This design comes from an exercise in tuning for small area on the open sky130 flow, not from production work. No activity file was given, so power comes from the tool's default toggle rates.

==> flow/design.v <==
module kz_wdog (
    input  wire        clk,
    input  wire        rst_n,         
    input  wire        start,         
    input  wire        tick,          
    input  wire [9:0]  period_ms,     
    input  wire        auto_arm,      
    input  wire        req_valid,
    input  wire [1:0]  req_op,        
    input  wire [15:0] req_data,      
    input  wire [7:0]  req_sess,      
    input  wire [1:0]  req_role,      
    input  wire        req_net,       
    output reg         resp_valid,
    output reg  [1:0]  resp_code,     
    output reg  [1:0]  wd_state,      
    output wire [7:0]  miss_cons,     
    output reg  [31:0] miss_total,    
    output reg  [7:0]  owner,         
    output reg  [1:0]  miss_kind,     
    output reg  [1:0]  miss_evt,      
    output reg         force_evt,     
    output reg         w_to_c_evt     
);
    localparam [1:0] DISARMED = 2'd0, AWAITING = 2'd1, ARMED = 2'd2, FORCED = 2'd3;
    localparam [1:0] K_NONE = 2'd0, K_EARLY = 2'd1, K_LATE = 2'd2, K_WRONG = 2'd3;
    localparam [1:0] OP_ARM = 2'd0, OP_TOKEN = 2'd1, OP_DISARM = 2'd2, OP_CLOSE = 2'd3;
    localparam [1:0] R_OK = 2'd0, R_REFUSED = 2'd1, R_MISS = 2'd2;
    localparam [15:0] MASK = 16'hB400;
    function [15:0] lfsr_next(input [15:0] v);
        lfsr_next = v[0] ? ((v >> 1) ^ MASK) : (v >> 1);
    endfunction
    reg  [1:0]  cons;
    assign miss_cons = {6'd0, cons};
    reg  [9:0]  per;        
    reg  [15:0] last_tok;   
    reg  [7:0]  r;          
    reg  [1:0]  qa;         
    reg  [9:0]  qm;         
    reg         ph;         
    wire restart = !rst_n || start;
    wire armed    = (wd_state == ARMED);
    wire awaiting = (wd_state == AWAITING);
    wire own_none  = (owner == 8'hFF);
    wire own_match = !own_none && (owner == req_sess);
    wire is_service  = req_role[1];
    wire is_operator = (req_role == 2'd1);
    wire may_arm = is_service ||
                   (!req_net && is_operator && (!wd_state[1] || own_none || own_match));
    wire may_disarm = is_service || own_match;
    wire qz = (qm == per);    
    wire do_arm    = req_valid && req_op == OP_ARM && req_data != 16'd0 && may_arm;
    wire do_token  = req_valid && req_op == OP_TOKEN && armed && own_match;
    wire tok_early = !ph && !qz;
    wire tok_ok    = !tok_early && req_data == lfsr_next(last_tok);
    wire do_disarm = req_valid && req_op == OP_DISARM && may_disarm;
    wire do_close  = req_valid && req_op == OP_CLOSE && owner == req_sess;
    wire req_ok    = do_arm || do_disarm || (req_valid && req_op == OP_CLOSE) ||
                     (do_token && tok_ok);
    wire fire      = tick && ph && qz;
    wire late_fire = fire && armed;
    wire dl_fire   = fire && awaiting;
    wire quiet     = !do_arm && !do_token && !do_disarm;    
    wire tok_miss  = !restart && do_token && !tok_ok;
    wire late_miss = !restart && quiet && late_fire;
    wire miss1     = tok_miss || late_miss;
    wire dl_miss   = !restart && quiet && dl_fire;
    wire [32:0] mt_c;
    assign mt_c[0] = miss1;
    assign mt_c[1] = dl_miss || (miss1 && miss_total[0]);
    genvar gi;
    generate
        for (gi = 1; gi < 32; gi = gi + 1) begin : g_mt
            assign mt_c[gi+1] = mt_c[gi] && miss_total[gi];
        end
    endgenerate
    wire        load_per = restart || do_arm;
    wire        t_restart = restart || do_arm || do_token || late_miss;
    wire       r_wrap  = tick && r == 8'd249;
    wire [1:0] qa_last = armed ? (ph ? 2'd2 : 2'd0) : 2'd3;
    wire       qa_wrap = r_wrap && qa == qa_last;
    always @(posedge clk) begin
        if (load_per)
            per <= period_ms;
        if (t_restart) begin
            r  <= {7'd0, tick};
            qa <= 2'd0;
            qm <= 10'd0;
            ph <= 1'b0;
        end else begin
            r  <= r_wrap ? 8'd0 : r + {7'd0, tick};
            qa <= qa_wrap ? 2'd0 : qa + {1'b0, r_wrap};
            if (!ph && qz) begin
                ph <= 1'b1;
                qm <= 10'd0;
            end else begin
                qm <= qm + {9'd0, qa_wrap};
            end
        end
        if (do_arm || (do_token && tok_ok))
            last_tok <= req_data;
        resp_valid <= rst_n && req_valid;
        resp_code  <= R_OK;
        miss_evt   <= 2'd0;
        force_evt  <= 1'b0;
        w_to_c_evt <= 1'b0;
        if (!rst_n)
            miss_total <= 32'd0;
        else
            miss_total <= miss_total ^ mt_c[31:0];
        if (restart) begin
            wd_state  <= auto_arm ? AWAITING : DISARMED;
            cons      <= 2'd0;
            owner     <= 8'hFF;
            miss_kind <= K_NONE;
            if (rst_n && req_valid)
                resp_code <= R_REFUSED;
        end else begin
            if (req_valid)
                resp_code <= req_ok ? R_OK : (do_token ? R_MISS : R_REFUSED);
            if (do_arm) begin
                w_to_c_evt <= 1'b1;
                wd_state   <= ARMED;
                cons       <= 2'd0;
                owner      <= req_sess;
            end else if (do_token) begin
                if (tok_ok) begin
                    cons <= 2'd0;
                end else begin
                    miss_evt  <= 2'd1;
                    miss_kind <= tok_early ? K_EARLY : K_WRONG;
                    cons      <= cons + 2'd1;
                    if (cons != 2'd0) begin
                        wd_state  <= FORCED;
                        force_evt <= 1'b1;
                    end
                end
            end else if (do_disarm) begin
                w_to_c_evt <= 1'b1;
                wd_state   <= DISARMED;
                owner      <= 8'hFF;
            end else begin
                if (do_close)
                    owner <= 8'hFF;
                if (late_fire) begin
                    miss_evt  <= 2'd1;
                    miss_kind <= K_LATE;
                    cons      <= cons + 2'd1;
                    if (cons != 2'd0) begin
                        wd_state  <= FORCED;
                        force_evt <= 1'b1;
                    end
                end else if (dl_fire) begin
                    miss_evt  <= 2'd2;
                    miss_kind <= K_LATE;
                    cons      <= 2'd2;
                    wd_state  <= FORCED;
                    force_evt <= 1'b1;
                end
            end
        end
    end
endmodule
Settings: LEC_CHECK=0, CAP_MARGIN=20, CORE_MARGIN=2, CORE_UTILIZATION=80, PLACE_DENSITY=0.88, SLEW_MARGIN=20; clock period 10.0 ns.
standard.sh (not shown) runs the stock make flow with config.mk's settings and CLKGATE_MAP_FILE= SYNTH_SCRIPT=/design/flow/synth_recipe.tcl, a recipe that flattens the netlist after the stock synthesis.
==> flow/flow/run.sh <==
#!/bin/bash
# Layout flow: the standard flow (standard synthesis unchanged), with the port
# buffers made from the smallest buffer, no dummy clock loads in CTS, synthesis
# buffers removed at floorplan and power (area) recovery after global routing.
set -euo pipefail
cd "$(dirname "$0")/.."
bash standard.sh \
    "BUFFER_PORTS_ARGS=-buffer_cell sky130_fd_sc_hd__buf_1" \
    "CTS_ARGS=-sink_clustering_enable -sink_clustering_size 100 -sink_clustering_max_diameter 500 -buf_list sky130_fd_sc_hd__clkbuf_16 -repair_clock_nets -dont_use_dummy_load" \
    REMOVE_ABC_BUFFERS=1 \
    RECOVER_POWER=100 \
    finish > flow_make.log 2>&1
Then changed:
--- a/flow/flow/run.sh
+++ b/flow/flow/run.sh
@@ -9 +9 @@
-    "CTS_ARGS=-sink_clustering_enable -sink_clustering_size 100 -sink_clustering_max_diameter 500 -buf_list sky130_fd_sc_hd__clkbuf_16 -repair_clock_nets -dont_use_dummy_load" \
+    "CTS_ARGS=-sink_clustering_enable -repair_clock_nets -dont_use_dummy_load" \
- CORE_UTILIZATION: 80 -> 70
- PLACE_DENSITY: 0.88 -> 0.8
Sequential share of layout area goes up by 1.5 points.
Count of clock-buffer cells in the layout is unchanged.
Setup slack gains 0.23 ns.
Routed wire length goes down by 46%.
Then changed:
--- a/flow/flow/run.sh
+++ b/flow/flow/run.sh
@@ -9 +9 @@
-    "CTS_ARGS=-sink_clustering_enable -repair_clock_nets -dont_use_dummy_load" \
+    "CTS_ARGS=-sink_clustering_enable -sink_clustering_size 50 -sink_clustering_max_diameter 300 -repair_clock_nets -dont_use_dummy_load" \
- CORE_UTILIZATION: 70 -> 80
- PLACE_DENSITY: 0.8 -> 0.88
Outcome:
- final area goes up slightly
- fmax goes down slightly
- power goes up slightly
- non-clock buffer count goes up by 2
Then changed:
--- a/flow/flow/run.sh
+++ b/flow/flow/run.sh
@@ -9 +9 @@
-    "CTS_ARGS=-sink_clustering_enable -sink_clustering_size 50 -sink_clustering_max_diameter 300 -repair_clock_nets -dont_use_dummy_load" \
+    "CTS_ARGS=-sink_clustering_enable -repair_clock_nets -dont_use_dummy_load" \
- CORE_UTILIZATION: 80 -> 70
- GPL_ROUTABILITY_DRIVEN: default -> 0
- GPL_TIMING_DRIVEN: default -> 0
- PLACE_DENSITY: 0.88 -> 0.8
Effect:
- via count is lower by 8.7%
- critical path depth does not change
- routed wire length is lower by 22%
- worst hold slack loses 0.024 ns
Function was not checked in any run of this note: the RTL went through the layout flow alone.

-- re-timing with driven ports --
No port has a modelled driver above. Below, the same layouts with a new extraction and two added sets of constraints. Step 1 (the two cells are an assumption about what drives the block):
set clk [get_ports {clk}]
set_driving_cell -lib_cell sky130_fd_sc_hd__clkbuf_16 $clk
set_driving_cell -lib_cell sky130_fd_sc_hd__buf_2 [delete_from_list [all_inputs] $clk]
Step 2 times the ports against the registers' clock, not the clock port: input delays grow and output delays shrink by t, the midpoint of the rising clock arrivals with the driver on. Slacks: no drivers / after step 1 / after step 2; pairs: no drivers / after step 1.
run	t, ns	setup WS [ns]	worst data-port slew with drivers (ns)
the first run	0.381	0.208 / 0.215 / -0.166	0.07
the second run	0.377	0.437 / 0.446 / 0.070	0.04
the third run	0.387	0.339 / 0.348 / -0.039	0.05
the fourth run	0.376	0.424 / 0.437 / 0.061	0.05
Met with ideal ports but missed after step 2: setup timing in the first run and the third run. The setup slack of the third run, which loses most, moves by +0.009 ns with the drivers and by -0.378 ns with both steps.
